Context: an optimization exercise on an open-source flow, tuned for small area, a short achievable clock period and few clock cycles per item. The choices shown serve that exercise and are no tape-out recipe. RTL that was checked went through simulation tests only; none was proved equivalent to the original. No activity file was given, so power comes from the tool's default toggle rates.

07-11:
Design mx_quant, start of the top module:
module mx_quant (
    input  wire        clk,
    input  wire        rst,
    input  wire        in_valid,
    output wire        in_ready,
    input  wire [31:0] in_data,
    input  wire [15:0] in_rand,
    input  wire [3:0]  in_fmt,
    input  wire [1:0]  in_rmode,
    output wire        out_valid,
    input  wire        out_ready,
    output wire [7:0]  out_elem,
    output wire [7:0]  out_scale,
    output wire        out_last
);
Settings: LEC_CHECK=0, ABC_AREA=1, CAP_MARGIN=20, CORE_MARGIN=2, CORE_UTILIZATION=40, CTS_CLUSTER_DIAMETER=80, CTS_CLUSTER_SIZE=30, SLEW_MARGIN=20; clock period 28.0 ns.
standard.sh (not shown) runs the stock make flow with config.mk's settings and CLKGATE_MAP_FILE= SYNTH_SCRIPT=/design/flow/synth_recipe.tcl, a recipe that flattens the netlist after the stock synthesis.
==> flow/flow/run.sh <==
#!/bin/bash
# The standard layout (the standard.sh, unchanged synthesis), with ORFS's
# timing repair asked to leave at least SETUP_SLACK_MARGIN ns of setup slack
# at the design's clock period, so that it works on the design's slowest
# paths although the design's period leaves them plenty of slack.
set -euo pipefail
export SETUP_SLACK_MARGIN=21.0
bash standard.sh > standard.log 2>&1
No stage failed in 07-11, and the final checks on the layout all came back clean.
Edits applied to the flow inputs when going from 07-11 to 05-09:
-- flow/flow/run.sh --
<<< 07-11, line 6
set -euo pipefail
export SETUP_SLACK_MARGIN=21.0
bash standard.sh > standard.log 2>&1
>>> 05-09, line 6
set -euo pipefail
export SETUP_SLACK_MARGIN=21.4
bash standard.sh > standard.log 2>&1
### Flow results
- When 05-09 is measured against 07-11, its area occupied by multi-input gates turns out 1.2% higher.
- In the flow results for 05-09 and 07-11, the fmax is larger on 05-09.
- Against 07-11, 05-09 comes in 1.0 points higher on fraction of power consumed by the clock network.
- Utilization 07-11 -> 05-09: up
- 05-09 vs. 07-11: number of cells upsized or downsized after cts went up by 65.
Function was not checked in any run of this note: the RTL went through the layout flow alone.

* * *

middle:
mx_quant, a different RTL version from the one above (not shown whole).
For scale: ~3200 cells after synthesis, about 1700 flip-flops.
==> flow/config.mk <==
export PLATFORM = sky130hd
export DESIGN_NAME = mx_quant
export DESIGN_NICKNAME = mx_quant
export VERILOG_FILES = /design/flow/design.v
export SDC_FILE = /design/flow/constraint.sdc
export NUM_CORES = 4
export LEC_CHECK = 0
export ABC_AREA = 1
export CAP_MARGIN = 20
export CORE_MARGIN = 2
export CORE_UTILIZATION = 60
export CTS_CLUSTER_DIAMETER = 80
export CTS_CLUSTER_SIZE = 30
export SLEW_MARGIN = 20
==> flow/constraint.sdc <==
create_clock -name core_clock -period 28.0 [get_ports {clk}]
set_input_delay 5.6000 -clock core_clock [delete_from_list [all_inputs] [get_ports {clk}]]
set_output_delay 5.6000 -clock core_clock [all_outputs]
set_load 0.01 [all_outputs]
==> flow/flow/run.sh <==
#!/bin/bash
# The standard layout (the standard.sh, unchanged synthesis), with two
# changes in how ORFS is asked to lay it out:
# - every input and output port gets a buf_2 as its port buffer.
set -euo pipefail
export SETUP_SLACK_MARGIN=21.2
export BUFFER_PORTS_ARGS="-buffer_cell sky130_fd_sc_hd__buf_2"
bash standard.sh > standard.log 2>&1
middle: PASS, flow complete, no timing, DRC or antenna violations
Testbench counts of middle, summed over its fixed seeds: cycles 12,560, items 384.
Relative to middle, the following input files were edited for west:
--- a/flow/flow/run.sh
+++ b/flow/flow/run.sh
@@ -5,3 +5,3 @@
 set -euo pipefail
-export SETUP_SLACK_MARGIN=21.2
+export SETUP_SLACK_MARGIN=21.4
 export BUFFER_PORTS_ARGS="-buffer_cell sky130_fd_sc_hd__buf_2"
Of west and middle, it is west that has the higher total of cells resized after clock tree synthesis. Switching power of the nets shrinks slightly when moving from middle to west. Largest voltage drop on the vdd net ended up about 3.4% lower on west than on middle. Diff middle -> west: cell area barely changed; average wire length per cell after detail routing lower. From middle to west the numbers moved as follows: global-route total usage across every layer lost 0.34 points, global placer's final weighted congestion moved up, layout cell share with drive strength beyond 1 essentially unchanged, depth of the worst register-to-register path -about 22%, detailed-route via count shows a reduction of 1.1%.

--- another note on this design; it stands on its own ---

## mx_quant
module mx_quant (
    input  wire        clk,
    input  wire        rst,
    input  wire        in_valid,
    output wire        in_ready,
    input  wire [31:0] in_data,
    input  wire [15:0] in_rand,
    input  wire [3:0]  in_fmt,
    input  wire [1:0]  in_rmode,
    output wire        out_valid,
    input  wire        out_ready,
    output wire [7:0]  out_elem,
    output wire [7:0]  out_scale,
    output wire        out_last
);
Settings: LEC_CHECK=0, ABC_AREA=1, CAP_MARGIN=20, CORE_MARGIN=2, CORE_UTILIZATION=60, CTS_CLUSTER_DIAMETER=80, CTS_CLUSTER_SIZE=30, PLACE_DENSITY=0.85, SLEW_MARGIN=20; clock period 28.0 ns.
standard.sh (not shown) runs the stock make flow with config.mk's settings and CLKGATE_MAP_FILE= SYNTH_SCRIPT=/design/flow/synth_recipe.tcl, a recipe that flattens the netlist after the stock synthesis.
==> flow/flow/run.sh <==
#!/bin/bash
# The standard layout (the standard.sh, unchanged synthesis), with two
# changes in how ORFS is asked to lay it out:
# - every input and output port gets a buf_2 as its port buffer.
set -euo pipefail
export SETUP_SLACK_MARGIN=21.4
export BUFFER_PORTS_ARGS="-buffer_cell sky130_fd_sc_hd__buf_2"
bash standard.sh > standard.log 2>&1
Testbench counts at the start, summed over its fixed seeds: cycles 12,560, items 384.
Then changed:
PLACE_DENSITY = 0.95   (was 0.85)
Design area climbs by 0.49%.
Core utilization climbs by 0.32 points.
Total power climbs by 1.1%.
Non-clock buffer count climbs by 10.
Synthesized area does not change.
Clock skew is about the same.
Wire length climbs by 12%.
Synthesized cell count does not change.
Setup slack improves by 0.0079 ns.

mx_quant again, from the RTL that the note above started with.
clock: 28.0 ns
lec_check: 0
abc_area: 1
cap_margin: 20
core_margin: 2
core_utilization: 60
cts_cluster_diameter: 80
cts_cluster_size: 30
place_density: 0.85
slew_margin: 20
==> flow/flow/run.sh <==
#!/bin/bash
# The standard layout (the standard.sh, unchanged synthesis), with two
# changes in how ORFS is asked to lay it out:
# - every input and output port gets a buf_2 as its port buffer.
set -euo pipefail
export SETUP_SLACK_MARGIN=21.0
export BUFFER_PORTS_ARGS="-buffer_cell sky130_fd_sc_hd__buf_2"
bash standard.sh > standard.log 2>&1
Testbench counts at the start, summed over its fixed seeds: cycles 12,560, items 384.
Next try:
--- a/flow/flow/run.sh
+++ b/flow/flow/run.sh
@@ -6 +6 @@
-export SETUP_SLACK_MARGIN=21.0
+export SETUP_SLACK_MARGIN=20.5
Effect: Die area stays the same. Via count fell slightly. Utilization fell by 0.11 points. Sequential power barely changes. Hold slack gets worse by 0.012 ns. Power fell slightly. First-iteration DRC count fell by a few percent. Routed wire length rose slightly.
Next try:
--- a/flow/flow/run.sh
+++ b/flow/flow/run.sh
@@ -6 +6 @@
-export SETUP_SLACK_MARGIN=20.5
+export SETUP_SLACK_MARGIN=21.4
--- a/flow/config.mk
+++ b/flow/config.mk
@@ -14 +13,0 @@
-export PLACE_DENSITY = 0.85
The changed run passed the timing, design-rule and antenna checks.
Core utilization goes up by 0.73 points.
Sequential share of layout area goes down by 0.80 points.
Final cell count goes up by about 0.4%.
Non-clock buffer count goes up by 17.
Sequential power stays flat.
Final area goes up by about 1.1%.
Critical path depth goes down by 31.
Power goes up by about 0.66%.
Die area is unchanged.

[static timing again, ports no longer ideal]
In the flow no input, the clock included, has a driving cell. The finished layouts below were timed again as built, in two steps. Step 1 sets driving cells, clkbuf_16 on the clock port and buf_2 on the other inputs (assumed; they add their load-dependent delay and slew). Step 2, shift: input delay + t, output delay - t, t = (earliest + latest rising clock arrival at the registers) / 2. This alone moves slack from input paths to output paths. Slacks: no drivers / after step 1 / after step 2; pairs: no drivers / after step 1.
| run | t, ns | setup WS [ns] | worst hold slack (ns) | worst setup path at the end | worst register clock-pin slew, ns |
|---|---|---|---|---|---|
| 07-11 | 0.716 | 21.073 / 21.012 / 20.526 | 0.325 / 0.325 / 0.325 | input to register | 0.11 / 0.11 |
| 05-09 | 0.714 | 21.196 / 21.134 / 20.803 | 0.298 / 0.298 / 0.298 | input to register | 0.11 / 0.11 |
| middle | 0.680 | 21.189 / 21.128 / 20.547 | 0.307 / 0.307 / 0.307 | input to register | 0.11 / 0.11 |
| west | 0.692 | 21.120 / 21.058 / 20.790 | 0.307 / 0.307 / 0.307 | input to register | 0.11 / 0.11 |
| the first run of note 3 | 0.696 | 21.159 / 21.093 / 20.832 | 0.304 / 0.304 / 0.304 | input to register | 0.11 / 0.11 |
| the second run of note 3 | 0.699 | 21.167 / 21.101 / 20.816 | 0.300 / 0.300 / 0.300 | input to register | 0.12 / 0.12 |
| the first run of note 4 | 0.711 | 21.166 / 21.100 / 20.696 | 0.320 / 0.320 / 0.320 | input to register | 0.12 / 0.12 |
| the second run of note 4 | 0.704 | 21.049 / 21.049 / 20.435 | 0.308 / 0.308 / 0.308 | input to register | 0.11 / 0.11 |
| the third run of note 4 | 0.704 | 21.146 / 21.080 / 20.826 | 0.304 / 0.304 / 0.304 | input to register | 0.11 / 0.11 |
After both steps setup and hold are still met in every run listed. For middle, which loses most, drivers alone change the setup slack by -0.061 ns; drivers and shift together by -0.642 ns.
